This design comes from an exercise in tuning for small area, a short achievable clock period and few clock cycles per item on the open sky130 flow, not from production work.
RTL that was checked went through simulation tests only; none was proved equivalent to the original.
Function not checked in run 4: the RTL went through the layout flow alone.

==> flow/design.v <==
module xts_lane (
  input  wire         clk,
  input  wire         rst,
  input  wire         cmd_valid,
  output wire         cmd_ready,
  input  wire [255:0] cmd_key1,    
  input  wire [255:0] cmd_key2,    
  input  wire [127:0] cmd_tweak,   
  input  wire [7:0]   cmd_nblk,    
  input  wire         in_valid,
  output wire         in_ready,
  input  wire [127:0] in_data,
  output wire         out_valid,
  input  wire         out_ready,
  output wire [127:0] out_data
);
  function automatic [3:0] sbox_a(input [7:0] a);
    reg U0, U1, U2, U3, U4, U5, U6, U7;
    reg T1, T2, T3, T4, T5, T6, T7, T8, T9, T10, T11, T12;
    reg T13, T14, T15, T16, T17, T18, T19, T20, T21, T22, T23, T24;
    reg T25, T26, T27, M1, M2, M3, M4, M5, M6, M7, M8, M9;
    reg M10, M11, M12, M13, M14, M15, M16, M17, M18, M19, M20, M21;
    reg M22, M23, M24, M25, M26, M27, M28, M29, M30, M31, M32, M33;
    reg M34, M35, M36, M37, M38, M39, M40;
    begin
      {U0, U1, U2, U3, U4, U5, U6, U7} = a;
      T1 = U0 ^ U3;
      T2 = U0 ^ U5;
      T3 = U0 ^ U6;
      T4 = U3 ^ U5;
      T5 = U4 ^ U6;
      T6 = T1 ^ T5;
      T7 = U1 ^ U2;
      T8 = U7 ^ T6;
      T9 = U7 ^ T7;
      T10 = T6 ^ T7;
      T11 = U1 ^ U5;
      T12 = U2 ^ U5;
      T13 = T3 ^ T4;
      T14 = T6 ^ T11;
      T15 = T5 ^ T11;
      T16 = T5 ^ T12;
      T17 = T9 ^ T16;
      T18 = U3 ^ U7;
      T19 = T7 ^ T18;
      T20 = T1 ^ T19;
      T21 = U6 ^ U7;
      T22 = T7 ^ T21;
      T23 = T2 ^ T22;
      T24 = T2 ^ T10;
      T25 = T20 ^ T17;
      T26 = T3 ^ T16;
      T27 = T1 ^ T12;
      M1 = T13 & T6;
      M2 = T23 & T8;
      M3 = T14 ^ M1;
      M4 = T19 & U7;
      M5 = M4 ^ M1;
      M6 = T3 & T16;
      M7 = T22 & T9;
      M8 = T26 ^ M6;
      M9 = T20 & T17;
      M10 = M9 ^ M6;
      M11 = T1 & T15;
      M12 = T4 & T27;
      M13 = M12 ^ M11;
      M14 = T2 & T10;
      M15 = M14 ^ M11;
      M16 = M3 ^ M2;
      M17 = M5 ^ T24;
      M18 = M8 ^ M7;
      M19 = M10 ^ M15;
      M20 = M16 ^ M13;
      M21 = M17 ^ M15;
      M22 = M18 ^ M13;
      M23 = M19 ^ T25;
      M24 = M22 ^ M23;
      M25 = M22 & M20;
      M26 = M21 ^ M25;
      M27 = M20 ^ M21;
      M28 = M23 ^ M25;
      M29 = M28 & M27;
      M30 = M26 & M24;
      M31 = M20 & M23;
      M32 = M27 & M31;
      M33 = M27 ^ M25;
      M34 = M21 & M22;
      M35 = M24 & M34;
      M36 = M24 ^ M25;
      M37 = M21 ^ M29;
      M38 = M32 ^ M33;
      M39 = M23 ^ M30;
      M40 = M35 ^ M36;
      sbox_a = {M40, M39, M38, M37};
    end
  endfunction
  function automatic [7:0] sbox_t(input [7:0] a);
    reg U0, U1, U2, U3, U4, U5, U6, U7;
    reg T1, T2, T3, T5, T6, T7, T9, T12, T16, T18, T19, T20;
    begin
      {U0, U1, U2, U3, U4, U5, U6, U7} = a;
      T1 = U0 ^ U3;
      T2 = U0 ^ U5;
      T3 = U0 ^ U6;
      T5 = U4 ^ U6;
      T6 = T1 ^ T5;
      T7 = U1 ^ U2;
      T9 = U7 ^ T7;
      T12 = U2 ^ U5;
      T16 = T5 ^ T12;
      T18 = U3 ^ U7;
      T19 = T7 ^ T18;
      T20 = T1 ^ T19;
      sbox_t = {T20, T16, T9, T7, T6, T3, T2, T1};
    end
  endfunction
  function automatic [7:0] sbox_c(input [3:0] m, input [7:0] t);
    reg BT1, BT2, BT3, BT6, BT7, BT9, BT16, BT20;
    reg T1, T2, T3, T4, T6, T8, T9, T10, T13, T15, T16, T17, T19, T20, T22, T23, T27, U7;
    reg M37, M38, M39, M40;
    reg M41, M42, M43, M44, M45, M46, M47, M48, M49, M50, M51, M52;
    reg M53, M54, M55, M56, M57, M58, M59, M60, M61, M62, M63, L0;
    reg L1, L2, L3, L4, L5, L6, L7, L8, L9, L10, L11, L12;
    reg L13, L14, L15, L16, L17, L18, L19, L20, L21, L22, L23, L24;
    reg L25, L26, L27, L28, L29, S0, S1, S2, S3, S4, S5, S6;
    reg S7;
    begin
      {BT20, BT16, BT9, BT7, BT6, BT3, BT2, BT1} = t;
      {M40, M39, M38, M37} = m;
      T1 = BT1;
      T2 = BT2;
      T3 = BT3;
      T4 = BT1 ^ BT2;
      T6 = BT6;
      T8 = BT6 ^ BT7 ^ BT9;
      T9 = BT9;
      T10 = BT6 ^ BT7;
      T13 = BT1 ^ BT2 ^ BT3;
      T15 = BT7 ^ BT16;
      T16 = BT16;
      T17 = BT9 ^ BT16;
      T19 = BT1 ^ BT20;
      T20 = BT20;
      T22 = BT3 ^ BT20;
      T23 = BT2 ^ BT3 ^ BT20;
      T27 = BT6 ^ BT16;
      U7 = BT7 ^ BT9;
      M41 = M38 ^ M40;
      M42 = M37 ^ M39;
      M43 = M37 ^ M38;
      M44 = M39 ^ M40;
      M45 = M42 ^ M41;
      M46 = M44 & T6;
      M47 = M40 & T8;
      M48 = M39 & U7;
      M49 = M43 & T16;
      M50 = M38 & T9;
      M51 = M37 & T17;
      M52 = M42 & T15;
      M53 = M45 & T27;
      M54 = M41 & T10;
      M55 = M44 & T13;
      M56 = M40 & T23;
      M57 = M39 & T19;
      M58 = M43 & T3;
      M59 = M38 & T22;
      M60 = M37 & T20;
      M61 = M42 & T1;
      M62 = M45 & T4;
      M63 = M41 & T2;
      L0 = M61 ^ M62;
      L1 = M50 ^ M56;
      L2 = M46 ^ M48;
      L3 = M47 ^ M55;
      L4 = M54 ^ M58;
      L5 = M49 ^ M61;
      L6 = M62 ^ L5;
      L7 = M46 ^ L3;
      L8 = M51 ^ M59;
      L9 = M52 ^ M53;
      L10 = M53 ^ L4;
      L11 = M60 ^ L2;
      L12 = M48 ^ M51;
      L13 = M50 ^ L0;
      L14 = M52 ^ M61;
      L15 = M55 ^ L1;
      L16 = M56 ^ L0;
      L17 = M57 ^ L1;
      L18 = M58 ^ L8;
      L19 = M63 ^ L4;
      L20 = L0 ^ L1;
      L21 = L1 ^ L7;
      L22 = L3 ^ L12;
      L23 = L18 ^ L2;
      L24 = L15 ^ L9;
      L25 = L6 ^ L10;
      L26 = L7 ^ L9;
      L27 = L8 ^ L10;
      L28 = L11 ^ L14;
      L29 = L11 ^ L17;
      S0 = L6 ^ L24;
      S1 = ~(L16 ^ L26);
      S2 = ~(L19 ^ L28);
      S3 = L6 ^ L21;
      S4 = L20 ^ L22;
      S5 = L25 ^ L29;
      S6 = ~(L13 ^ L27);
      S7 = ~(L6 ^ L23);
      sbox_c = {S0, S1, S2, S3, S4, S5, S6, S7};
    end
  endfunction
  function automatic [7:0] sbox_b(input [3:0] m, input [7:0] a);
    reg U0, U1, U2, U3, U4, U5, U6, U7;
    reg M37, M38, M39, M40;
    reg T1, T2, T3, T4, T5, T6, T7, T8, T9, T10, T11, T12;
    reg T13, T15, T16, T17, T18, T19, T20, T21, T22, T23, T27, M41;
    reg M42, M43, M44, M45, M46, M47, M48, M49, M50, M51, M52, M53;
    reg M54, M55, M56, M57, M58, M59, M60, M61, M62, M63, L0, L1;
    reg L2, L3, L4, L5, L6, L7, L8, L9, L10, L11, L12, L13;
    reg L14, L15, L16, L17, L18, L19, L20, L21, L22, L23, L24, L25;
    reg L26, L27, L28, L29, S0, S1, S2, S3, S4, S5, S6, S7;
    begin
      {U0, U1, U2, U3, U4, U5, U6, U7} = a;
      {M40, M39, M38, M37} = m;
      T1 = U0 ^ U3;
      T2 = U0 ^ U5;
      T3 = U0 ^ U6;
      T4 = U3 ^ U5;
      T5 = U4 ^ U6;
      T6 = T1 ^ T5;
      T7 = U1 ^ U2;
      T8 = U7 ^ T6;
      T9 = U7 ^ T7;
      T10 = T6 ^ T7;
      T11 = U1 ^ U5;
      T12 = U2 ^ U5;
      T13 = T3 ^ T4;
      T15 = T5 ^ T11;
      T16 = T5 ^ T12;
      T17 = T9 ^ T16;
      T18 = U3 ^ U7;
      T19 = T7 ^ T18;
      T20 = T1 ^ T19;
      T21 = U6 ^ U7;
      T22 = T7 ^ T21;
      T23 = T2 ^ T22;
      T27 = T1 ^ T12;
      M41 = M38 ^ M40;
      M42 = M37 ^ M39;
      M43 = M37 ^ M38;
      M44 = M39 ^ M40;
      M45 = M42 ^ M41;
      M46 = M44 & T6;
      M47 = M40 & T8;
      M48 = M39 & U7;
      M49 = M43 & T16;
      M50 = M38 & T9;
      M51 = M37 & T17;
      M52 = M42 & T15;
      M53 = M45 & T27;
      M54 = M41 & T10;
      M55 = M44 & T13;
      M56 = M40 & T23;
      M57 = M39 & T19;
      M58 = M43 & T3;
      M59 = M38 & T22;
      M60 = M37 & T20;
      M61 = M42 & T1;
      M62 = M45 & T4;
      M63 = M41 & T2;
      L0 = M61 ^ M62;
      L1 = M50 ^ M56;
      L2 = M46 ^ M48;
      L3 = M47 ^ M55;
      L4 = M54 ^ M58;
      L5 = M49 ^ M61;
      L6 = M62 ^ L5;
      L7 = M46 ^ L3;
      L8 = M51 ^ M59;
      L9 = M52 ^ M53;
      L10 = M53 ^ L4;
      L11 = M60 ^ L2;
      L12 = M48 ^ M51;
      L13 = M50 ^ L0;
      L14 = M52 ^ M61;
      L15 = M55 ^ L1;
      L16 = M56 ^ L0;
      L17 = M57 ^ L1;
      L18 = M58 ^ L8;
      L19 = M63 ^ L4;
      L20 = L0 ^ L1;
      L21 = L1 ^ L7;
      L22 = L3 ^ L12;
      L23 = L18 ^ L2;
      L24 = L15 ^ L9;
      L25 = L6 ^ L10;
      L26 = L7 ^ L9;
      L27 = L8 ^ L10;
      L28 = L11 ^ L14;
      L29 = L11 ^ L17;
      S0 = L6 ^ L24;
      S1 = ~(L16 ^ L26);
      S2 = ~(L19 ^ L28);
      S3 = L6 ^ L21;
      S4 = L20 ^ L22;
      S5 = L25 ^ L29;
      S6 = ~(L13 ^ L27);
      S7 = ~(L6 ^ L23);
      sbox_b = {S0, S1, S2, S3, S4, S5, S6, S7};
    end
  endfunction
  function automatic [7:0] xtime(input [7:0] a);
    xtime = {a[6:0], 1'b0} ^ (a[7] ? 8'h1B : 8'h00);
  endfunction
  function automatic [31:0] mix_column(input [31:0] c);
    reg [7:0] a0, a1, a2, a3;
    begin
      a0 = c[7:0]; a1 = c[15:8]; a2 = c[23:16]; a3 = c[31:24];
      mix_column[7:0]   = xtime(a0) ^ (xtime(a1) ^ a1) ^ a2 ^ a3;
      mix_column[15:8]  = a0 ^ xtime(a1) ^ (xtime(a2) ^ a2) ^ a3;
      mix_column[23:16] = a0 ^ a1 ^ xtime(a2) ^ (xtime(a3) ^ a3);
      mix_column[31:24] = (xtime(a0) ^ a0) ^ a1 ^ a2 ^ xtime(a3);
    end
  endfunction
  function automatic [191:0] stage1(input [127:0] s);
    integer i;
    for (i = 0; i < 16; i = i + 1)
      stage1[12*i +: 12] = {sbox_a(s[8*i +: 8]), sbox_t(s[8*i +: 8])};
  endfunction
  function automatic [127:0] stage2_sr(input [191:0] y);
    reg [127:0] sb;
    integer i, r, c;
    begin
      for (i = 0; i < 16; i = i + 1)
        sb[8*i +: 8] = sbox_c(y[12*i + 8 +: 4], y[12*i +: 8]);
      for (c = 0; c < 4; c = c + 1)
        for (r = 0; r < 4; r = r + 1)
          stage2_sr[8*(r + 4*c) +: 8] = sb[8*(r + 4*((c + r) % 4)) +: 8];
    end
  endfunction
  function automatic [127:0] mix_columns(input [127:0] s);
    integer c;
    for (c = 0; c < 4; c = c + 1)
      mix_columns[32*c +: 32] = mix_column(s[32*c +: 32]);
  endfunction
  function automatic [127:0] mul_alpha(input [127:0] t);
    mul_alpha = {t[126:0], 1'b0} ^ (t[127] ? 128'h87 : 128'h0);
  endfunction
  localparam M_IDLE = 2'd0,    
             M_TWLD = 2'd1,    
             M_TW   = 2'd2,    
             M_RUN  = 2'd3;    
  reg  [4:0]   t;
  reg  [3:0]   v;           
  reg  [1:0]   mode;
  reg  [8:0]   blk_rem;     
  reg  [1:0]   cnt;         
  reg          ov;          
  reg          stall;       
  reg          ir, cr;      
  reg  [127:0] a0, a1;      
  reg  [191:0] b0, b1;      
  reg  [127:0] kp, kn;      
  reg  [47:0]  km;          
  reg  [255:0] ks;          
  reg  [127:0] tin, tout;   
  reg  [127:0] qo, qs;      
  assign cmd_ready = cr;
  assign in_ready  = ir;
  assign out_valid = ov;
  assign out_data  = qo;
  wire [127:0] rk0     = t[1] ? kn : kp;             
  wire [127:0] rk1     = t[1] ? kp : kn;             
  wire [127:0] sr0     = stage2_sr(b0);
  wire [127:0] e0_out  = mix_columns(sr0) ^ rk0;
  wire [127:0] sr1     = stage2_sr(b1);
  wire [127:0] ring    = mix_columns(sr1) ^ rk1;
  wire [127:0] fin     = sr1 ^ rk1 ^ ((mode == M_TW) ? 128'd0 : tout);
  wire         kev   = t[1];                           
  wire [127:0] kold  = (t[4:2] == 3'd0) ? ks[127:0] : kp;
  wire [31:0]  ksub  = {sbox_c(km[47:44], km[43:36]), sbox_c(km[35:32], km[31:24]),
                        sbox_c(km[23:20], km[19:12]), sbox_c(km[11:8], km[7:0])};
  wire [7:0]   rcon  = 8'd1 << t[4:2];
  wire [31:0]  kt    = kev ? ({ksub[7:0], ksub[31:8]} ^ {24'd0, rcon}) : ksub;
  wire [127:0] knew;
  assign knew[31:0]   = kold[31:0]   ^ kt;
  assign knew[63:32]  = kold[63:32]  ^ knew[31:0];
  assign knew[95:64]  = kold[95:64]  ^ knew[63:32];
  assign knew[127:96] = kold[127:96] ^ knew[95:64];
  wire ring_idle = (t == 5'd0) & (v == 4'd0);
  wire fin_any   = (t < 5'd4) & v[3];
  wire fin_tw    = fin_any & (mode == M_TW);
  wire fin_d     = fin_any & (mode != M_TW);
  wire wr        = fin_d & ~stall;
  wire rd        = ov & out_ready;
  wire acc       = ir & in_valid;
  wire ld        = ir | (mode == M_TWLD);
  wire [127:0] ld_mask = ks[127:0] ^ ((mode == M_TWLD) ? 128'd0 : tin);
  reg  [4:0] t_n;
  reg  [3:0] v_n;
  reg  [1:0] mode_n, cnt_n;
  reg  [8:0] br_n;
  reg        stall_n, ir_n, cr_n, fin_n;
  always @(*) begin
    t_n = t; v_n = v; mode_n = mode; br_n = blk_rem;
    cnt_n = cnt + {1'b0, wr} - {1'b0, rd};
    if (!stall) begin
      v_n = {v[2:0], (t < 5'd4) ? (acc | (mode == M_TWLD)) : v[3]};
      if ((t == 5'd0 && v_n == 4'd0) || (t < 5'd4 && v_n == 4'd0))
        t_n = 5'd0;
      else
        t_n = (t == 5'd27) ? 5'd0 : t + 5'd1;
      case (mode)
        M_IDLE: if (ring_idle && cmd_valid) mode_n = M_TWLD;
        M_TWLD: mode_n = M_TW;
        M_TW:   if (fin_tw) begin
                  mode_n = M_RUN;
                  br_n   = {1'b0, cmd_nblk} + 9'd1;
                end
        default: ;
      endcase
      if (acc) begin
        br_n = blk_rem - 9'd1;
        if (blk_rem == 9'd1) mode_n = M_IDLE;
      end
    end
    fin_n   = (t_n < 5'd4) & v_n[3] & (mode_n != M_TW);
    stall_n = fin_n & (cnt_n == 2'd2);
    ir_n    = ~stall_n & (t_n < 5'd4) & (mode_n == M_RUN) & (br_n != 9'd0);
    cr_n    = (t_n < 5'd4) & v_n[3] & (mode_n == M_TW);
  end
  always @(posedge clk) begin
    if (rst) begin
      t <= 5'd0; v <= 4'd0; mode <= M_IDLE; blk_rem <= 9'd0;
      cnt <= 2'd0; ov <= 1'b0; stall <= 1'b0; ir <= 1'b0; cr <= 1'b0;
    end else begin
      t <= t_n; v <= v_n; mode <= mode_n; blk_rem <= br_n;
      cnt <= cnt_n; ov <= (cnt_n != 2'd0); stall <= stall_n; ir <= ir_n; cr <= cr_n;
    end
  end
  always @(posedge clk) begin
    km <= {sbox_a(kn[127:120]), sbox_t(kn[127:120]), sbox_a(kn[119:112]), sbox_t(kn[119:112]),
           sbox_a(kn[111:104]), sbox_t(kn[111:104]), sbox_a(kn[103:96]), sbox_t(kn[103:96])};
    if (!stall) begin
      b0 <= stage1(a0);
      a1 <= e0_out;
      b1 <= stage1(a1);
      if (ld)
        a0 <= ((mode == M_TWLD) ? cmd_tweak : in_data) ^ ld_mask;
      else
        a0 <= ring;
      if (t[0]) begin
        kp <= kn;
        kn <= (t == 5'd1) ? ks[255:128] : knew;
      end
    end
    if (mode == M_IDLE && ring_idle)
      ks <= cmd_key2;
    else if (cr)
      ks <= cmd_key1;
    if (fin_tw)
      tin <= fin;
    else if (acc)
      tin <= mul_alpha(tin);
    if (fin_tw)
      tout <= fin;
    else if (wr)
      tout <= mul_alpha(tout);
    if (rd && cnt == 2'd2)
      qo <= qs;
    else if (wr && (cnt == 2'd0 || rd))
      qo <= fin;
    if (wr && cnt == 2'd1 && !rd)
      qs <= fin;
  end
endmodule
==> flow/flow/run.sh <==
#!/bin/bash
# The standard layout, with small plain buffers on the ports instead of the
# delay buffers buffer_ports picks by itself.
set -e
export BUFFER_PORTS_ARGS="-buffer_cell sky130_fd_sc_hd__buf_1"
bash standard.sh > standard.log 2>&1
==> flow/standard.sh <==
#!/bin/bash
# synth_recipe.tcl (not shown) runs the flow's synth.tcl, then flattens the netlist and writes it again
# the make line also repeats each setting of config.mk as NAME=value (left out here)
make -C /OpenROAD-flow-scripts/flow DESIGN_CONFIG=/design/flow/config.mk WORK_HOME=/design/flow/orfs CLKGATE_MAP_FILE= SYNTH_SCRIPT=/design/flow/synth_recipe.tcl "${@:-finish}"
==> flow/config.mk <==
export PLATFORM = sky130hd
export DESIGN_NAME = xts_lane
export DESIGN_NICKNAME = xts_lane
export VERILOG_FILES = /design/flow/design.v
export SDC_FILE = /design/flow/constraint.sdc
export NUM_CORES = 8
export LEC_CHECK = 0
export ABC_AREA = 1
export CAP_MARGIN = 20
export CORE_MARGIN = 2
export CORE_UTILIZATION = 50
export PLACE_DENSITY = 0.65
export SETUP_SLACK_MARGIN = 4.5
export SLEW_MARGIN = 20
==> flow/constraint.sdc <==
create_clock -name core_clock -period 8.5 [get_ports {clk}]
set_input_delay 1.7000 -clock core_clock [delete_from_list [all_inputs] [get_ports {clk}]]
set_output_delay 1.7000 -clock core_clock [all_outputs]
set_load 0.01 [all_outputs]
==> metrics.log, run 1 <==
[metrics] worst-case reg-to-reg path depth: 7
[metrics] global route overflow: 0
[metrics] final critical-path share of the clock period: 0.478
[metrics] die width: 530 µm
[metrics] Post-Syn Area per Cell: 7.85 µm²
[metrics] f_max: 0.246 GHz
[metrics] Port-buffer cells: 911
[metrics] GR Util All Layers: 0.373
[metrics] Clock transition at path regs: 0.07 ns
[metrics] height of the die: 530 µm
[metrics] final worst path period need: 4.06 ns
[metrics] DP HPWL: 441000 µm
[metrics] Area growth syn-to-layout: 10.4%
[metrics] register bank with the most flops: ks
[metrics] fraction of the yosys area taken by sequential cells: 0.372
[metrics] most common cell type on the critical path: o21ai_0
[metrics] Top FF cell, synth: edfxtp_1
[metrics] clock latency on the worst-skew pair: 0.94 ns
[metrics] Final TNS setup: 0 ns
[metrics] synthesized netlist net count: 18500
[metrics] total clock sinks: 1738
[metrics] Worst Path Required: 9.23 ns
[metrics] netlist area before placement: 138000 µm²
[metrics] crit path max fanout: 70
[metrics] largest area contributor in the synthesized netlist: edfxtp_1
[metrics] number of hold-repair buffers added at the cts stage: 0
[metrics] Core Box Area: 276000 µm²
[metrics] overall die area: 281000 µm²
[metrics] unrepaired setup endpoints after global routing: no
[metrics] cell area reported after detailed placement: 146000 µm²
[metrics] number of cell rows: 193
[metrics] buffer count from post-CTS setup fixing: 0
[metrics] post-DR wirelength/cell: 24.1 µm
[metrics] count of nets left with antenna violations after detail routing: 0
[metrics] routed wire length: 540000 µm
[metrics] Net count, final: 19300
[metrics] deepest clock path buffer count: 4
[metrics] IO Pins: 912
[metrics] fraction of layout instances using a drive strength above 1: 0.0611
[metrics] via count of the first global-routing pass: 108000
[metrics] routability congestion estimate: 1.06
[metrics] initial core utilization: 0.502
[metrics] Root Driver: clkbuf_16
[metrics] Cell Chain, Critical Path: clkinv_2 > buf_4 > o21ai_0 > xnor2_1 > xor2_1 > nand2_1 > o21ai_0
[metrics] largest net degree at the start of global routing: 164
[metrics] post-synthesis sequential element count: 1738
[metrics] critical path capture point type: flop
[metrics] Worst setup SP type: flop
[metrics] worst slack on hold paths: 0.481 ns
[metrics] proportion of netlist area held by the largest area contributor: 0.361
[metrics] drt first pass iters: 7
[metrics] CP max-delay cell: o21ai_0
[metrics] gate family responsible for the most delay along the worst path: compound AO/OA/AOI/OAI gates
[metrics] count of endpoints failing setup in the final report: 0
[metrics] leading cell types by total area after synthesis: edfxtp_1 36%, nand2_1 16%, xor2_1 13%
[metrics] Post-Route Skew: 0.0667 ns
[metrics] WS Path Type: reg -> reg
[metrics] worst hold path cell count: 0
[metrics] Num CTS Buffers: 202
[metrics] slew of the pin with the lowest slew margin: 1.35 ns
[metrics] number of pins with negative max-slew slack in the final report: 0
[metrics] buffer and inverter count on the worst path: 2
[metrics] via count: 122000
[metrics] Avg Vias per Cell: 5.46
[metrics] number of antenna violations at the first check in global routing: 67
[metrics] Critical Path Max Stage Delay: 0.98 ns
[metrics] most common library cell in the layout ignoring fill and taps: nand2_1
[metrics] relative slew slack: 0.0927
[metrics] signal arrival time at the worst endpoint: 4.80 ns
[metrics] count of maximum capacitance violations: 0
[metrics] H-tree level count: 4
[metrics] largest registers ranked by flip-flop count: ks (256), b0 (192), b1 (192)
[metrics] DRC errors left: 0
[metrics] drt initial violations: 16000
[metrics] warning count from the yosys run: 1
[metrics] count of flip-flops with a built-in enable after synthesis: 1664
[metrics] logic depth of the worst path, buffers included: 7
[metrics] max FFs per register: 256
[metrics] clock tree from TritonCTS: yes
[metrics] commonest cells after routing, fill and taps aside: 5821 x nand2_1, 2036 x xor2_1, 2018 x inv_1
[metrics] Hold Vio Cnt, Final: 0
[metrics] post-route design area: 153000 µm²
[metrics] async set-or-reset flop fraction in the synthesized netlist: 0
[metrics] synthesized instance count: 17600
[metrics] outcome: no timing/DRC/antenna violations
[metrics] wire length of the first global-routing pass: 753000 µm
[metrics] Worst Hold Class: reg -> reg
[metrics] number of unique standard cell types used by synthesis: 58
-- final cells by class --
type | count | area [µm²]
Multi-Input combinational cell | 13500 | 78000
Clock inverter | 134 | 1330
Timing Repair Buffer | 998 | 4240
Inverter | 2043 | 7710
Clock buffer | 235 | 5240
Tap cell | 3705 | 4640
Antenna cell | 24 | 60.1
Fill cell | 26100 | 123000
Sequential cell | 1738 | 51500
-- cells by family after synthesis --
logic type | count (synthesis) | share of synthesized area
fa+ha+maj | 80 | 0.00724
compound gates | 1154 | 0.0441
xor+xnor | 3498 | 0.227
simple gates | 8275 | 0.246
flops | 1738 | 0.372
buf+inv | 2399 | 0.0659
mux | 483 | 0.0381
-- timing repair --
item / CTS / global route
setup endpoints to repair: 198 / 355
cloned: 1 / 0
gates resized for setup: 2 / 19
pin swaps: 1 / 0
-- worst paths after layout --
check               from  endpoint  slack (ns)
setup reg to reg    t[1]  tout[16]        4.44
hold / removal    kn[69]    kp[69]        0.48
hold reg to reg   kn[69]    kp[69]        0.48
setup / recovery    t[1]  tout[16]        4.44
-- Yosys cell counts (80+ instances only) --
library cell	n
or2_2	174
nand3b_1	131
edfxtp_1	1664
nand3_1	1215
clkbuf_1	282
ha_1	80
xor2_1	2037
xnor2_1	1369
a21oi_1	184
mux2i_1	131
nand2_1	5829
o21ai_0	788
inv_1	2021
mux2_2	352
nor2_1	758
-- per-layer routing --
metal  global-route usage  wire [µm]
met1                0.500     212000
met2                0.542     224000
met3               0.0801      63000
met5                    0        230
met4                0.242      41200
-- through the flow --
stage | cells | utilization | worst slack, ns
2_1_floorplan | 17600 | - | 1.57
3_3_place_gp | 22000 | 0.529 | 4.05
3_5_place_dp | 22000 | 0.529 | 3.99
4_1_cts | 22300 | 0.553 | 4.48
5_1_grt | 22400 | 0.553 | 4.51
6_report | 22400 | 0.554 | 4.44
Testbench counts, summed over its fixed seeds: cycles 65,742, blocks 9,216.
==> inputs of run 2 (changes only) <==
--- a/flow/design.v
+++ b/flow/design.v
@@ -352,6 +352,5 @@
              M_RUN  = 2'd3;    
-  reg  [4:0]   t;
-  reg  [3:0]   v;           
   reg  [1:0]   mode;
   reg  [8:0]   blk_rem;     
+  reg          first;       
   reg  [1:0]   cnt;         
@@ -360,7 +359,12 @@
   reg          ir, cr;      
-  reg  [127:0] a0, a1;      
-  reg  [191:0] b0, b1;      
+  reg  [27:0]  v;           
+  reg  [27:0]  tg;          
+  reg          wbusy;       
+  reg  [4:0]   w;           
+  reg  [14*128-1:0] a;      
+  reg  [14*192-1:0] b;      
+  reg  [14*128-1:0] rk;     
+  reg  [127:0] k0;          
   reg  [127:0] kp, kn;      
   reg  [47:0]  km;          
-  reg  [255:0] ks;          
   reg  [127:0] tin, tout;   
@@ -371,45 +375,35 @@
   assign out_data  = qo;
-  wire [127:0] rk0     = t[1] ? kn : kp;             
-  wire [127:0] rk1     = t[1] ? kp : kn;             
-  wire [127:0] sr0     = stage2_sr(b0);
-  wire [127:0] e0_out  = mix_columns(sr0) ^ rk0;
-  wire [127:0] sr1     = stage2_sr(b1);
-  wire [127:0] ring    = mix_columns(sr1) ^ rk1;
-  wire [127:0] fin     = sr1 ^ rk1 ^ ((mode == M_TW) ? 128'd0 : tout);
-  wire         kev   = t[1];                           
-  wire [127:0] kold  = (t[4:2] == 3'd0) ? ks[127:0] : kp;
+  wire         kev   = w[1];                           
   wire [31:0]  ksub  = {sbox_c(km[47:44], km[43:36]), sbox_c(km[35:32], km[31:24]),
                         sbox_c(km[23:20], km[19:12]), sbox_c(km[11:8], km[7:0])};
-  wire [7:0]   rcon  = 8'd1 << t[4:2];
+  wire [7:0]   rcon  = 8'd1 << w[4:2];
   wire [31:0]  kt    = kev ? ({ksub[7:0], ksub[31:8]} ^ {24'd0, rcon}) : ksub;
   wire [127:0] knew;
-  assign knew[31:0]   = kold[31:0]   ^ kt;
-  assign knew[63:32]  = kold[63:32]  ^ knew[31:0];
-  assign knew[95:64]  = kold[95:64]  ^ knew[63:32];
-  assign knew[127:96] = kold[127:96] ^ knew[95:64];
-  wire ring_idle = (t == 5'd0) & (v == 4'd0);
-  wire fin_any   = (t < 5'd4) & v[3];
-  wire fin_tw    = fin_any & (mode == M_TW);
-  wire fin_d     = fin_any & (mode != M_TW);
-  wire wr        = fin_d & ~stall;
-  wire rd        = ov & out_ready;
-  wire acc       = ir & in_valid;
-  wire ld        = ir | (mode == M_TWLD);
-  wire [127:0] ld_mask = ks[127:0] ^ ((mode == M_TWLD) ? 128'd0 : tin);
-  reg  [4:0] t_n;
-  reg  [3:0] v_n;
+  assign knew[31:0]   = kp[31:0]   ^ kt;
+  assign knew[63:32]  = kp[63:32]  ^ knew[31:0];
+  assign knew[95:64]  = kp[95:64]  ^ knew[63:32];
+  assign knew[127:96] = kp[127:96] ^ knew[95:64];
+  wire [127:0] sr14 = stage2_sr(b[13*192 +: 192]);
+  wire [127:0] fin  = sr14 ^ rk[13*128 +: 128] ^ (tg[27] ? 128'd0 : tout);
+  wire fin_any = v[27];
+  wire fin_tw  = v[27] & tg[27];
+  wire fin_d   = v[27] & ~tg[27];
+  wire wr      = fin_d & ~stall;
+  wire rd      = ov & out_ready;
+  wire acc     = ir & in_valid;
+  wire twld    = (mode == M_TWLD) & ~stall;
+  wire ld      = ir | (mode == M_TWLD);
+  wire wstart  = twld | (acc & first);    
   reg  [1:0] mode_n, cnt_n;
   reg  [8:0] br_n;
-  reg        stall_n, ir_n, cr_n, fin_n;
+  reg  [27:0] v_n, tg_n;
+  reg        stall_n, ir_n, cr_n;
   always @(*) begin
-    t_n = t; v_n = v; mode_n = mode; br_n = blk_rem;
+    mode_n = mode; br_n = blk_rem; v_n = v; tg_n = tg;
     cnt_n = cnt + {1'b0, wr} - {1'b0, rd};
     if (!stall) begin
-      v_n = {v[2:0], (t < 5'd4) ? (acc | (mode == M_TWLD)) : v[3]};
-      if ((t == 5'd0 && v_n == 4'd0) || (t < 5'd4 && v_n == 4'd0))
-        t_n = 5'd0;
-      else
-        t_n = (t == 5'd27) ? 5'd0 : t + 5'd1;
+      v_n  = {v[26:0], acc | twld};
+      tg_n = {tg[26:0], twld};
       case (mode)
-        M_IDLE: if (ring_idle && cmd_valid) mode_n = M_TWLD;
+        M_IDLE: if (cmd_valid && !wbusy) mode_n = M_TWLD;
         M_TWLD: mode_n = M_TW;
@@ -426,6 +420,5 @@
     end
-    fin_n   = (t_n < 5'd4) & v_n[3] & (mode_n != M_TW);
-    stall_n = fin_n & (cnt_n == 2'd2);
-    ir_n    = ~stall_n & (t_n < 5'd4) & (mode_n == M_RUN) & (br_n != 9'd0);
-    cr_n    = (t_n < 5'd4) & v_n[3] & (mode_n == M_TW);
+    stall_n = v_n[27] & ~tg_n[27] & (cnt_n == 2'd2);
+    ir_n    = ~stall_n & (mode_n == M_RUN) & (br_n != 9'd0);
+    cr_n    = v_n[27] & tg_n[27];
   end
@@ -433,9 +426,40 @@
     if (rst) begin
-      t <= 5'd0; v <= 4'd0; mode <= M_IDLE; blk_rem <= 9'd0;
-      cnt <= 2'd0; ov <= 1'b0; stall <= 1'b0; ir <= 1'b0; cr <= 1'b0;
+      mode <= M_IDLE; blk_rem <= 9'd0; first <= 1'b0; cnt <= 2'd0; ov <= 1'b0;
+      stall <= 1'b0; ir <= 1'b0; cr <= 1'b0; v <= 28'd0; tg <= 28'd0;
+      wbusy <= 1'b0; w <= 5'd0;
     end else begin
-      t <= t_n; v <= v_n; mode <= mode_n; blk_rem <= br_n;
-      cnt <= cnt_n; ov <= (cnt_n != 2'd0); stall <= stall_n; ir <= ir_n; cr <= cr_n;
+      mode <= mode_n; blk_rem <= br_n; cnt <= cnt_n; ov <= (cnt_n != 2'd0);
+      stall <= stall_n; ir <= ir_n; cr <= cr_n; v <= v_n; tg <= tg_n;
+      if (cr) first <= 1'b1;
+      else if (acc) first <= 1'b0;
+      if (!stall) begin
+        if (wstart) begin
+          wbusy <= 1'b1; w <= 5'd0;
+        end else if (wbusy) begin
+          w <= w + 5'd1;
+          if (w == 5'd26) wbusy <= 1'b0;
+        end
+      end
+    end
+  end
+  integer i;
+  always @(posedge clk) begin
+    if (!stall) begin
+      for (i = 0; i < 14; i = i + 1)
+        b[i*192 +: 192] <= stage1(a[i*128 +: 128]);
+      for (i = 0; i < 13; i = i + 1)
+        a[(i+1)*128 +: 128] <= mix_columns(stage2_sr(b[i*192 +: 192])) ^ rk[i*128 +: 128];
+      if (ld)
+        a[127:0] <= ((mode == M_TWLD) ? cmd_tweak : in_data) ^
+                    ((mode == M_TWLD) ? cmd_key2[127:0] : (tin ^ k0));
     end
   end
+  always @(posedge clk)
+    if (!stall && wbusy) begin
+      if (w == 5'd0)
+        rk[127:0] <= kn;
+      for (i = 1; i < 14; i = i + 1)
+        if (w == 2*i)
+          rk[i*128 +: 128] <= knew;
+    end
   always @(posedge clk) begin
@@ -444,18 +468,11 @@
     if (!stall) begin
-      b0 <= stage1(a0);
-      a1 <= e0_out;
-      b1 <= stage1(a1);
-      if (ld)
-        a0 <= ((mode == M_TWLD) ? cmd_tweak : in_data) ^ ld_mask;
-      else
-        a0 <= ring;
-      if (t[0]) begin
-        kp <= kn;
-        kn <= (t == 5'd1) ? ks[255:128] : knew;
-      end
+      if (twld)
+        {kn, kp} <= cmd_key2;
+      else if (wbusy && w != 5'd0 && !w[0])
+        {kp, kn} <= {kn, knew};
+    end
+    if (cr) begin
+      {kn, kp} <= cmd_key1;
+      k0 <= cmd_key1[127:0];
     end
-    if (mode == M_IDLE && ring_idle)
-      ks <= cmd_key2;
-    else if (cr)
-      ks <= cmd_key1;
     if (fin_tw)
==> flow/run.sh (new file) <==
#!/bin/bash
# synth_recipe.tcl (not shown) runs the flow's synth.tcl, then flattens the netlist and writes it again
# the make line also repeats each setting of config.mk as NAME=value (left out here)
make -C /OpenROAD-flow-scripts/flow DESIGN_CONFIG=/design/flow/config.mk WORK_HOME=/design/flow/orfs CLKGATE_MAP_FILE= SYNTH_SCRIPT=/design/flow/synth_recipe.tcl finish
--- a/flow/config.mk
+++ b/flow/config.mk
@@ -7,3 +7,3 @@
 export LEC_CHECK = 0
-export ABC_AREA = 1
+export ABC_CLOCK_PERIOD_IN_PS = 4000
 export CAP_MARGIN = 20
removed: flow/flow/run.sh
removed: flow/standard.sh
==> run 2 against run 1 <==
Sequential share of layout area is 0.59 points lower. Setup slack worse by 0.21 ns. Cell count increased to 3.4 times the previous value. Worst hold slack got worse by 0.033 ns. Critical endpoint is now out_data[123]. Highest routed layer unchanged. Wire length grew to 4.0 times the previous value. Largest cell class unchanged. Fmax fell by 4.9%. Critical path depth is 6 lower. Flip-flop and latch count is 5558 higher. The layout now fails its checks (antenna violations). Global-route usage fell by 2.2 points.
==> metrics.log, run 2 <==
[metrics] GR Util All Layers: 0.351
[metrics] Worst setup SP type: flop
[metrics] utilization after layout: 0.561
[metrics] max FFs per register: 2688
[metrics] leading cell type by number of instances after synthesis: xnor2_1
[metrics] Hold Vio Cnt, Final: 0
[metrics] post-synthesis sequential element count: 7296
[metrics] DRC errors left: 0
[metrics] total area of multi-input combinational cells: 364000 µm²
[metrics] top cells by count, synth: 17400 x xnor2_1, 8173 x xor2_1, 7168 x edfxtp_1
[metrics] final worst path period need: 4.28 ns
[metrics] deepest clock path buffer count: 5
[metrics] register area: 218000 µm²
[metrics] Worst Hold Class: reg -> reg
[metrics] crit path max fanout: 2
[metrics] Num CTS Buffers: 841
[metrics] slew of the pin with the lowest slew margin: 1.34 ns
[metrics] number of hold-repair buffers added at the cts stage: 0
[metrics] Critical Path Max Stage Delay: 1.01 ns
[metrics] pre-CTS setup slack: 3.02 ns
[metrics] number of unique standard cell types used by synthesis: 114
[metrics] Post-Syn Area per Cell: 9.79 µm²
[metrics] number of cell rows: 398
[metrics] netlist area before placement: 587000 µm²
[metrics] Fill cells: 102000
[metrics] via count of the first global-routing pass: 386000
[metrics] via count: 438000
[metrics] Core Box Area: 1170000 µm²
[metrics] routed wire length: 2170000 µm
[metrics] synthesized netlist net count: 61200
[metrics] Reg2Reg Launch Point: km[29]
[metrics] clock tree from TritonCTS: yes
[metrics] largest registers ranked by flip-flop count: b (2688), a (1792), rk (1792)
[metrics] placed cell count: 74000
[metrics] register bank with the most flops: b
[metrics] unrepaired setup endpoints after global routing: yes
[metrics] largest net degree at the start of global routing: 167
[metrics] proportion of netlist area held by the largest area contributor: 0.367
[metrics] Area growth syn-to-layout: 12.1%
[metrics] warning count from the yosys run: 1
[metrics] total clock sinks: 7296
[metrics] leading cell types by total area after synthesis: edfxtp_1 37%, xnor2_1 26%, xor2_1 12%
[metrics] initial core utilization: 0.501
[metrics] signal arrival time at the worst endpoint: 2.58 ns
[metrics] relative slew slack: 0.105
[metrics] clock latency on the worst-skew pair: 1.28 ns
[metrics] count of maximum capacitance violations: 0
[metrics] Avg Vias per Cell: 5.69
[metrics] IO Pins: 912
[metrics] wire length of the first global-routing pass: 2950000 µm
[metrics] async set-or-reset flop fraction in the synthesized netlist: 0
[metrics] startpoint of the lowest-slack hold path: kn[14]
[metrics] drt initial violations: 58900
[metrics] drt first pass iters: 7
[metrics] DP HPWL: 1670000 µm
[metrics] fraction of the yosys area taken by sequential cells: 0.371
[metrics] die width: 1090 µm
[metrics] Final TNS setup: 0 ns
[metrics] global route overflow: 0
[metrics] f_max: 0.234 GHz
[metrics] critical path capture point type: output pin
[metrics] outcome: finished with violations
[metrics] post-DR wirelength/cell: 28.2 µm
[metrics] H-tree level count: 6
[metrics] number of antenna violations at the first check in global routing: 382
[metrics] fraction of layout instances using a drive strength above 1: 0.0730
[metrics] first element of the critical path: qo[123]
[metrics] count of endpoints failing setup in the final report: 0
[metrics] final setup margin: 4.22 ns
[metrics] Top FF cell, synth: edfxtp_1
[metrics] checks that blocked a clean result: antenna violations
[metrics] most common library cell in the layout ignoring fill and taps: xnor2_1
[metrics] WS Path Type: reg -> out
[metrics] number of pins with negative max-slew slack in the final report: 0
[metrics] height of the die: 1090 µm
[metrics] Clock transition at path regs: 0.07 ns
[metrics] count of flip-flops with a built-in enable after synthesis: 7168
[metrics] Net count, final: 61000
[metrics] commonest cells after routing, fill and taps aside: 16500 x xnor2_1, 7863 x xor2_1, 7168 x edfxtp_1
[metrics] count of non-filler cells in the finished layout: 77000
[metrics] Post-Route Skew: 0.118 ns
[metrics] largest area contributor in the synthesized netlist: edfxtp_1
[metrics] final critical-path share of the clock period: 0.503
[metrics] Root Driver: clkbuf_16
[metrics] count of nets left with antenna violations after detail routing: 1
[metrics] CP max-delay cell: edfxtp_1
[metrics] Worst Path Required: 6.80 ns
[metrics] synthesized instance count: 60000
[metrics] overall die area: 1180000 µm²
[metrics] buffer and inverter count on the worst path: 1
[metrics] routability congestion estimate: 1.03
[metrics] Cell Chain, Critical Path: buf_2
[metrics] Port-buffer cells: 911
[metrics] gate family responsible for the most delay along the worst path: flip-flops
==> run 2: cell types whose count changed in the layout (fill, tap and decap cells not counted), moves of 776 or more <==
cell / delta
xnor2_1: +15100
xor2_1: +5827
edfxtp_1: +5504
nor2_1: +2839
o21ai_0: +1994
a21oi_1: +1866
buf_1: -910
diode_2: +904
nor2b_1: +860
clkdlybuf4s50_1: +850
nand3_1: -838
xnor2_2: +821
mux2i_1: +819
buf_4: +776
==> run 2: logic make-up (layout without fill, tap and decap cells) <==
group           Yosys count  count (layout)  share of synthesized area
xor+xnor              26000           26000                      0.397
mux                    1028            1028                     0.0177
simple gates          12800           12800                     0.0941
other cells               0             928                          0
flops                  7296            7296                      0.371
compound gates         7651            7651                     0.0794
buf+inv                4710            5237                     0.0310
fa+ha+maj               464             464                    0.00989
==> run 2: cell type report <==
| type | count | area share |
|---|---|---|
| Antenna cell | 928 | 0.00353 |
| Inverter | 1669 | 0.00962 |
| Sequential cell | 7296 | 0.331 |
| Multi-Input combinational cell | 48000 | 0.553 |
| Clock inverter | 591 | 0.0104 |
| Tap cell | 15600 | 0.0297 |
| Timing Repair Buffer | 1997 | 0.0298 |
| Clock buffer | 980 | 0.0332 |
==> run 2: repair_timing <==
action	4_1_cts	5_1_grt
endpoints found under the setup margin	2909	1549
resized for setup	960	808
setup buffers	184	288
pin swaps	85	114
gates cloned	6	4
==> run 2: stage by stage <==
stage	hold slack, ns	cell area (µm²)
after detailed placement	0.434	611000
after floorplan	0.424	587000
after CTS	0.450	647000
final	0.449	658000
after global placement	0.436	611000
after global routing	0.462	657000
==> run 2: worst paths after layout <==
| path | end | slack (ns) | depth (start not counted) |
|---|---|---|---|
| hold reg to reg | rk[14] | 0.45 | 0 |
| hold / removal | rk[14] | 0.45 | 0 |
| setup reg to reg | rk[264] | 4.30 | 9 |
| setup / recovery | out_data[123] | 4.22 | 1 |
==> run 2: per-layer routing <==
metal / vias to the layer above / GRT usage / part of all wire
li1: 199000 / - / -
met1: 211000 / 0.461 / 0.38
met2: 24000 / 0.502 / 0.42
met3: 4906 / 0.0765 / 0.11
met4: 60 / 0.273 / 0.083
met5: - / 0 / 0.00033
Testbench counts of run 2, summed over its fixed seeds: cycles 10,470, blocks 9,216.
==> inputs of run 3 (changes only) <==
==> flow/flow/run.sh (new file) <==
#!/bin/bash
# The standard layout (standard.sh), with two changes to how it is made:
# small plain buffers on the ports instead of the delay buffers buffer_ports
# picks by itself, and antenna repair after detailed routing as well.
set -e
export BUFFER_PORTS_ARGS="-buffer_cell sky130_fd_sc_hd__buf_2"
export MAX_REPAIR_ANTENNAS_ITER_DRT=5
bash standard.sh > standard.log 2>&1
==> flow/standard.sh (new file) <==
#!/bin/bash
# synth_recipe.tcl (not shown) runs the flow's synth.tcl, then flattens the netlist and writes it again
# the make line also repeats each setting of config.mk as NAME=value (left out here)
make -C /OpenROAD-flow-scripts/flow DESIGN_CONFIG=/design/flow/config.mk WORK_HOME=/design/flow/orfs CLKGATE_MAP_FILE= SYNTH_SCRIPT=/design/flow/synth_recipe.tcl "${@:-finish}"
removed: flow/run.sh
==> run 3 against run 2 <==
Clock skew is 0.013 ns lower. Via count is 0.57% lower. Global-route usage is 0.17 points higher. Now clean on timing, DRC and antenna. Fmax is 2.5% lower. Synthesized cell count stayed put. Synthesized area stayed put. Wire length is 0.18% higher. Design area is 0.96% lower. Largest cell class unchanged.
==> metrics.log, run 3 <==
[metrics] initial core utilization: 0.501
[metrics] utilization after layout: 0.556
[metrics] Worst Hold Class: reg -> reg
[metrics] routability congestion estimate: 1.04
[metrics] post-synthesis sequential element count: 7296
[metrics] via count of the first global-routing pass: 386000
[metrics] number of pins with negative max-slew slack in the final report: 0
[metrics] Final TNS setup: 0 ns
[metrics] warning count from the yosys run: 1
[metrics] relative slew slack: 0.0281
[metrics] worst-case reg-to-reg path depth: 10
[metrics] logic depth of the worst path, buffers included: 1
[metrics] count of maximum capacitance violations: 0
[metrics] post-DR wirelength/cell: 28.3 µm
[metrics] count of flip-flops with a built-in enable after synthesis: 7168
[metrics] overall die area: 1180000 µm²
[metrics] routed wire length: 2180000 µm
[metrics] pre-CTS setup slack: 2.66 ns
[metrics] top cells by count, synth: 17400 x xnor2_1, 8173 x xor2_1, 7168 x edfxtp_1
[metrics] DRC errors left: 0
[metrics] fraction of the yosys area taken by sequential cells: 0.371
[metrics] DP HPWL: 1680000 µm
[metrics] via count: 436000
[metrics] Top FF cell, synth: edfxtp_1
[metrics] buffer and inverter count on the worst path: 1
[metrics] Post-Syn Area per Cell: 9.79 µm²
[metrics] R2R setup slack: 4.36 ns
[metrics] leading cell types by total area after synthesis: edfxtp_1 37%, xnor2_1 26%, xor2_1 12%
[metrics] worst reg2reg path endpoint: rk[1144]
[metrics] number of cell rows: 398
[metrics] total area of multi-input combinational cells: 364000 µm²
[metrics] largest area contributor in the synthesized netlist: edfxtp_1
[metrics] count of nets left with antenna violations after detail routing: 0
[metrics] deepest clock path buffer count: 5
[metrics] Net count, final: 60900
[metrics] Reg2Reg Launch Point: km[11]
[metrics] register area: 218000 µm²
[metrics] count of endpoints failing setup in the final report: 0
[metrics] signal arrival time at the worst endpoint: 2.68 ns
[metrics] async set-or-reset flop fraction in the synthesized netlist: 0
[metrics] synthesized instance count: 60000
[metrics] IO Pins: 912
[metrics] Cell Chain, Critical Path: buf_2
[metrics] crit path max fanout: 12
[metrics] H-tree level count: 6
[metrics] Fill cells: 103000
[metrics] global route overflow: 0
[metrics] Hold Vio Cnt, Final: 0
[metrics] clock tree from TritonCTS: yes
[metrics] Worst setup SP type: flop
[metrics] critical path capture point type: output pin
[metrics] Root Driver: clkbuf_16
[metrics] netlist area before placement: 587000 µm²
[metrics] final critical-path share of the clock period: 0.516
[metrics] Area growth syn-to-layout: 11.0%
[metrics] max FFs per register: 2688
[metrics] outcome: no timing/DRC/antenna violations
[metrics] WS Path Type: reg -> out
[metrics] Worst Path Required: 6.80 ns
[metrics] number of antenna violations at the first check in global routing: 386
[metrics] commonest cells after routing, fill and taps aside: 16500 x xnor2_1, 7882 x xor2_1, 7168 x edfxtp_1
[metrics] leading cell type by number of instances after synthesis: xnor2_1
[metrics] gate family responsible for the most delay along the worst path: flip-flops
[metrics] Clock transition at path regs: 0.07 ns
[metrics] first element of the critical path: qo[8]
[metrics] largest net degree at the start of global routing: 176
[metrics] drt initial violations: 57900
[metrics] slew of the pin with the lowest slew margin: 1.45 ns
[metrics] die width: 1090 µm
[metrics] fraction of layout instances using a drive strength above 1: 0.0845
[metrics] GR Util All Layers: 0.353
[metrics] Critical Path Max Stage Delay: 1.08 ns
[metrics] synthesized netlist net count: 61200
[metrics] drt first pass iters: 9
[metrics] Critical path destination: out_data[8]
[metrics] height of the die: 1090 µm
[metrics] Core Box Area: 1170000 µm²
[metrics] clock latency on the worst-skew pair: 1.26 ns
[metrics] largest registers ranked by flip-flop count: b (2688), a (1792), rk (1792)
[metrics] Num CTS Buffers: 841
[metrics] most common library cell in the layout ignoring fill and taps: xnor2_1
[metrics] register bank with the most flops: b
[metrics] number of unique standard cell types used by synthesis: 114
[metrics] final setup margin: 4.12 ns
[metrics] wire length of the first global-routing pass: 2960000 µm
[metrics] Post-Route Skew: 0.105 ns
[metrics] final worst path period need: 4.38 ns
[metrics] f_max: 0.228 GHz
[metrics] unrepaired setup endpoints after global routing: yes
[metrics] Avg Vias per Cell: 5.67
[metrics] total clock sinks: 7296
[metrics] Port-buffer cells: 911
[metrics] proportion of netlist area held by the largest area contributor: 0.367
[metrics] CP max-delay cell: edfxtp_1
==> run 3: routing by layer <==
layer  up-vias  part of all wire  global-route usage
met4        84             0.088               0.280
met3      4622              0.10              0.0670
met2     23200              0.42               0.509
met5         -           0.00027                   0
li1     198000                 -                   -
met1    210000              0.39               0.464
==> run 3: layout make-up <==
| type | instances | area share |
|---|---|---|
| Clock inverter | 583 | 0.0101 |
| Tap cell | 15600 | 0.0299 |
| Antenna cell | 880 | 0.00338 |
| Multi-Input combinational cell | 48000 | 0.558 |
| Clock buffer | 972 | 0.0334 |
| Timing Repair Buffer | 1840 | 0.0211 |
| Inverter | 1669 | 0.00969 |
| Sequential cell | 7296 | 0.334 |
==> run 3: repair_timing <==
action / in CTS / in global routing
setup buffers: 160 / 214
gates resized for setup: 841 / 767
endpoints found under the setup margin: 2620 / 1563
hold buffers: 0 / 0
pin swaps: 72 / 86
gates cloned: 1 / 2
==> run 3: worst min-delay path by stage <==
stage                     startpoint      end  slack (ns)  depth (start not counted)
after floorplan              kn[100]  rk[100]        0.42                          0
after global placement       kn[127]  rk[127]        0.43                          0
after detailed placement      kn[92]   rk[92]        0.44                          0
after CTS                      kn[9]    rk[9]        0.44                          0
after global routing          kn[16]   rk[16]        0.46                          0
final                          kn[9]    rk[9]        0.45                          0
==> run 3: cells by family (layout without fill, tap and decap cells) <==
| family | after synthesis | in the layout | synth area share |
|---|---|---|---|
| xor+xnor | 26000 | 26000 | 0.397 |
| simple gates | 12800 | 12800 | 0.0941 |
| compound gates | 7651 | 7651 | 0.0794 |
| flops | 7296 | 7296 | 0.371 |
| buf+inv | 4710 | 5064 | 0.0310 |
| mux | 1028 | 1028 | 0.0177 |
| fa+ha+maj | 464 | 464 | 0.00989 |
| other cells | 0 | 880 | 0 |
==> run 3: stage by stage <==
stage	cells	instance area [µm²]	hold WS, ns
2_1_floorplan	60000	587000	0.424
3_3_place_gp	74000	606000	0.430
3_5_place_dp	74000	606000	0.438
4_1_cts	75700	642000	0.441
5_1_grt	76300	650000	0.462
6_report	76800	652000	0.450
==> inputs of run 4 (changes only) <==
--- a/flow/design.v
+++ b/flow/design.v
@@ -349,3 +349,2 @@
   localparam M_IDLE = 2'd0,    
-             M_TWLD = 2'd1,    
              M_TW   = 2'd2,    
@@ -369,2 +368,3 @@
   reg  [47:0]  km;          
+  reg  [127:0] kb;          
   reg  [127:0] tin, tout;   
@@ -375,3 +375,3 @@
   assign out_data  = qo;
-  wire         kev   = w[1];                           
+  wire         kev   = ~w[1];                          
   wire [31:0]  ksub  = {sbox_c(km[47:44], km[43:36]), sbox_c(km[35:32], km[31:24]),
@@ -393,4 +393,5 @@
   wire acc     = ir & in_valid;
-  wire twld    = (mode == M_TWLD) & ~stall;
-  wire ld      = ir | (mode == M_TWLD);
+  wire tsel    = (mode == M_IDLE) & ~wbusy;
+  wire twld    = tsel & cmd_valid & ~stall;
+  wire ld      = ir | tsel;
   wire wstart  = twld | (acc & first);    
@@ -407,4 +408,3 @@
       case (mode)
-        M_IDLE: if (cmd_valid && !wbusy) mode_n = M_TWLD;
-        M_TWLD: mode_n = M_TW;
+        M_IDLE: if (cmd_valid && !wbusy) mode_n = M_TW;
         M_TW:   if (fin_tw) begin
@@ -452,4 +452,4 @@
       if (ld)
-        a[127:0] <= ((mode == M_TWLD) ? cmd_tweak : in_data) ^
-                    ((mode == M_TWLD) ? cmd_key2[127:0] : (tin ^ k0));
+        a[127:0] <= (tsel ? cmd_tweak : in_data) ^
+                    (tsel ? cmd_key2[127:0] : (tin ^ k0));
     end
@@ -462,3 +462,3 @@
         if (w == 2*i)
-          rk[i*128 +: 128] <= knew;
+          rk[i*128 +: 128] <= kb;
     end
@@ -468,6 +468,8 @@
     if (!stall) begin
-      if (twld)
+      if (tsel)
         {kn, kp} <= cmd_key2;
-      else if (wbusy && w != 5'd0 && !w[0])
+      else if (wbusy && w[0])
         {kp, kn} <= {kn, knew};
+      if (wbusy && w[0])
+        kb <= knew;
     end
==> run 4 against run 3 <==
Now fails the layout checks on antenna violations. Sequential share of layout area grew 0.94 points. Synthesized area increased by 0.32%. Critical path depth rose by 4. Critical endpoint is now kb[124]. Highest routed layer unchanged.
==> metrics.log, run 4 <==
[metrics] synthesized netlist net count: 60900
[metrics] number of pins with negative max-slew slack in the final report: 0
[metrics] Core Box Area: 1170000 µm²
[metrics] unrepaired setup endpoints after global routing: yes
[metrics] count of maximum capacitance violations: 0
[metrics] deepest clock path buffer count: 5
[metrics] drt first pass iters: 9
[metrics] number of unique standard cell types used by synthesis: 95
[metrics] H-tree level count: 6
[metrics] Clock transition at path regs: 0.06 ns
[metrics] Port-buffer cells: 911
[metrics] utilization after layout: 0.549
[metrics] total area of multi-input combinational cells: 354000 µm²
[metrics] number of antenna violations at the first check in global routing: 516
[metrics] routed wire length: 2140000 µm
[metrics] overall die area: 1190000 µm²
[metrics] final setup margin: 4.34 ns
[metrics] global route overflow: 0
[metrics] leading cell types by total area after synthesis: edfxtp_1 37%, xnor2_1 26%, xor2_1 12%
[metrics] outcome: finished with violations
[metrics] top cells by count, synth: 17500 x xnor2_1, 8026 x xor2_1, 7296 x edfxtp_1
[metrics] routability congestion estimate: 1.06
[metrics] height of the die: 1090 µm
[metrics] relative slew slack: 0.0694
[metrics] IO Pins: 912
[metrics] final critical-path share of the clock period: 0.490
[metrics] WS Path Type: reg -> reg
[metrics] DP HPWL: 1670000 µm
[metrics] placed cell count: 73800
[metrics] Net count, final: 60400
[metrics] fraction of layout instances using a drive strength above 1: 0.0703
[metrics] Avg Vias per Cell: 5.57
[metrics] synthesized instance count: 59700
[metrics] register area: 222000 µm²
[metrics] commonest cells after routing, fill and taps aside: 17100 x xnor2_1, 7892 x xor2_1, 7296 x edfxtp_1
[metrics] worst slack on hold paths: 0.475 ns
[metrics] DRC errors left: 0
[metrics] Num CTS Buffers: 863
[metrics] clock tree from TritonCTS: yes
[metrics] via count of the first global-routing pass: 384000
[metrics] crit path max fanout: 53
[metrics] final worst path period need: 4.16 ns
[metrics] startpoint of the lowest-slack hold path: kn[44]
[metrics] Worst Hold Class: reg -> reg
[metrics] initial core utilization: 0.502
[metrics] post-synthesis sequential element count: 7424
[metrics] post-DR wirelength/cell: 27.9 µm
[metrics] count of flip-flops with a built-in enable after synthesis: 7296
[metrics] fraction of the yosys area taken by sequential cells: 0.376
[metrics] Final TNS setup: 0 ns
[metrics] pre-CTS setup slack: 4.16 ns
[metrics] clock latency on the worst-skew pair: 1.29 ns
[metrics] Post-Syn Area per Cell: 9.87 µm²
[metrics] f_max: 0.240 GHz
[metrics] die width: 1090 µm
[metrics] via count: 427000
[metrics] most common library cell in the layout ignoring fill and taps: xnor2_1
[metrics] Post-Route Skew: 0.135 ns
[metrics] warning count from the yosys run: 1
[metrics] Fill cells: 104000
[metrics] count of non-filler cells in the finished layout: 76700
[metrics] count of endpoints failing setup in the final report: 0
[metrics] Area growth syn-to-layout: 9.46%
[metrics] number of cell rows: 398
[metrics] Reg2Reg Launch Point: wbusy
[metrics] register bank with the most flops: b
[metrics] Root Driver: clkbuf_16
[metrics] leading cell type by number of instances after synthesis: xnor2_1
[metrics] signal arrival time at the worst endpoint: 5.01 ns
[metrics] Top FF cell, synth: edfxtp_1
[metrics] netlist area before placement: 589000 µm²
[metrics] Hold Vio Cnt, Final: 0
[metrics] slew of the pin with the lowest slew margin: 1.39 ns
[metrics] critical path capture point type: flop
[metrics] number of hold-repair buffers added at the cts stage: 0
[metrics] total clock sinks: 7424
[metrics] drt initial violations: 53700
[metrics] wire length of the first global-routing pass: 2930000 µm
[metrics] async set-or-reset flop fraction in the synthesized netlist: 0
[metrics] count of nets left with antenna violations after detail routing: 1
[metrics] largest registers ranked by flip-flop count: b (2688), a (1792), rk (1792)
[metrics] first element of the critical path: wbusy
[metrics] GR Util All Layers: 0.349
[metrics] checks that blocked a clean result: antenna violations
[metrics] Worst setup SP type: flop
[metrics] largest area contributor in the synthesized netlist: edfxtp_1
[metrics] proportion of netlist area held by the largest area contributor: 0.372
[metrics] largest net degree at the start of global routing: 175
[metrics] max FFs per register: 2688
[metrics] Worst Path Required: 9.35 ns
## run 4: changes by cell type after synthesis, sizes merged, moves of 27 or more
| cell | before | now |
|---|---|---|
| a211oi | 141 | 114 |
| a21oi | 2066 | 2119 |
| and3 | 41 | 13 |
| buf | 543 | 621 |
| clkbuf | 2498 | 2344 |
| edfxtp | 7168 | 7296 |
| inv | 1668 | 1698 |
| nor2 | 3610 | 3562 |
| nor3 | 249 | 214 |
| nor3b | 99 | 69 |
| o21ai | 2801 | 2724 |
| xnor2 | 17471 | 17643 |
| xor2 | 8206 | 8098 |
## run 4: stage by stage
step | cell area (µm²)
final | 645000
after global routing | 643000
after CTS | 638000
after detailed placement | 608000
after global placement | 607000
after floorplan | 589000
## run 4: final timing paths
kind / cells past startpoint / slack (ns) / endpoint
hold reg to reg: 0 / 0.48 / rk[44]
setup reg to reg: 5 / 4.34 / kb[124]
hold / removal: 0 / 0.48 / rk[44]
setup / recovery: 5 / 4.34 / kb[124]
## run 4: worst max-delay path, stage by stage (launching register included)
cell and delay (ns):
dfxtp_1 0.69, inv_1 0.19, nor3_2 0.52, buf_4 0.78, buf_6 0.69, buf_4 0.72
## run 4: per-layer routing
layer  track usage  wire length, µm  share of wire  up-vias
met5             0              593        0.00028        -
met4         0.301           198000          0.092       84
met3        0.0805           202000          0.095     4546
met1         0.420           783000           0.37   204000
met2         0.527           953000           0.45    21300
li1              -                -              -   197000
## run 4: cell families after synthesis
| family | Yosys count | share of synthesized area |
|---|---|---|
| flops | 7424 | 0.376 |
| fa+ha+maj | 464 | 0.00985 |
| mux | 1009 | 0.0173 |
| compound gates | 7496 | 0.0772 |
| xor+xnor | 26000 | 0.397 |
| buf+inv | 4665 | 0.0310 |
| simple gates | 12600 | 0.0911 |
## run 4: timing repair
item                                    in CTS  in global routing
endpoints found under the hold margin        0                  0
pin swaps                                    1                 13
setup buffers                                5                 54
endpoints found under the setup margin     344                746
gates cloned                                 0                  1
resized for setup                          144                405
## run 4: cell type report
class	instances	share of cell area
flip-flops and latches	7424	0.344
diodes	1194	0.00463
inverters	1700	0.00991
clock inverters	605	0.0106
repair buffers	1612	0.0164
multi-input cells	47600	0.549
well taps	15600	0.0303
clock buffers	994	0.0349

## static timing again, ports no longer ideal
Ports are ideal in the flow. The routed layouts listed here were re-timed in OpenROAD.
Step 1 assumes that a clkbuf_16 drives the clock port and a buf_2 every other input.
Step 2, shift: input delay + t, output delay - t, t = (earliest + latest rising clock arrival at the registers) / 2. This alone moves slack from input paths to output paths.
Slacks: ideal ports / drivers / drivers and shift; pairs: ideal ports / drivers.
| run | t, ns | setup slack, ns | worst setup path after step 2 | clock arrival spread, ns | worst register clock-pin slew, ns |
|---|---|---|---|---|---|
| run 1 | 1.015 | 4.436 / 4.436 / 3.926 | input to register | 0.070 / 0.070 | 0.07 / 0.07 |
| run 2 | 1.373 | 4.225 / 4.064 / 3.600 | input to register | 0.138 / 0.139 | 0.07 / 0.07 |
| run 3 | 1.373 | 4.117 / 3.953 / 3.541 | input to register | 0.114 / 0.114 | 0.08 / 0.08 |
| run 4 | 1.413 | 4.338 / 4.338 / 4.312 | input to register | 0.144 / 0.144 | 0.07 / 0.07 |
For run 2, which loses most, drivers alone change the setup slack by -0.161 ns; drivers and shift together by -0.625 ns.
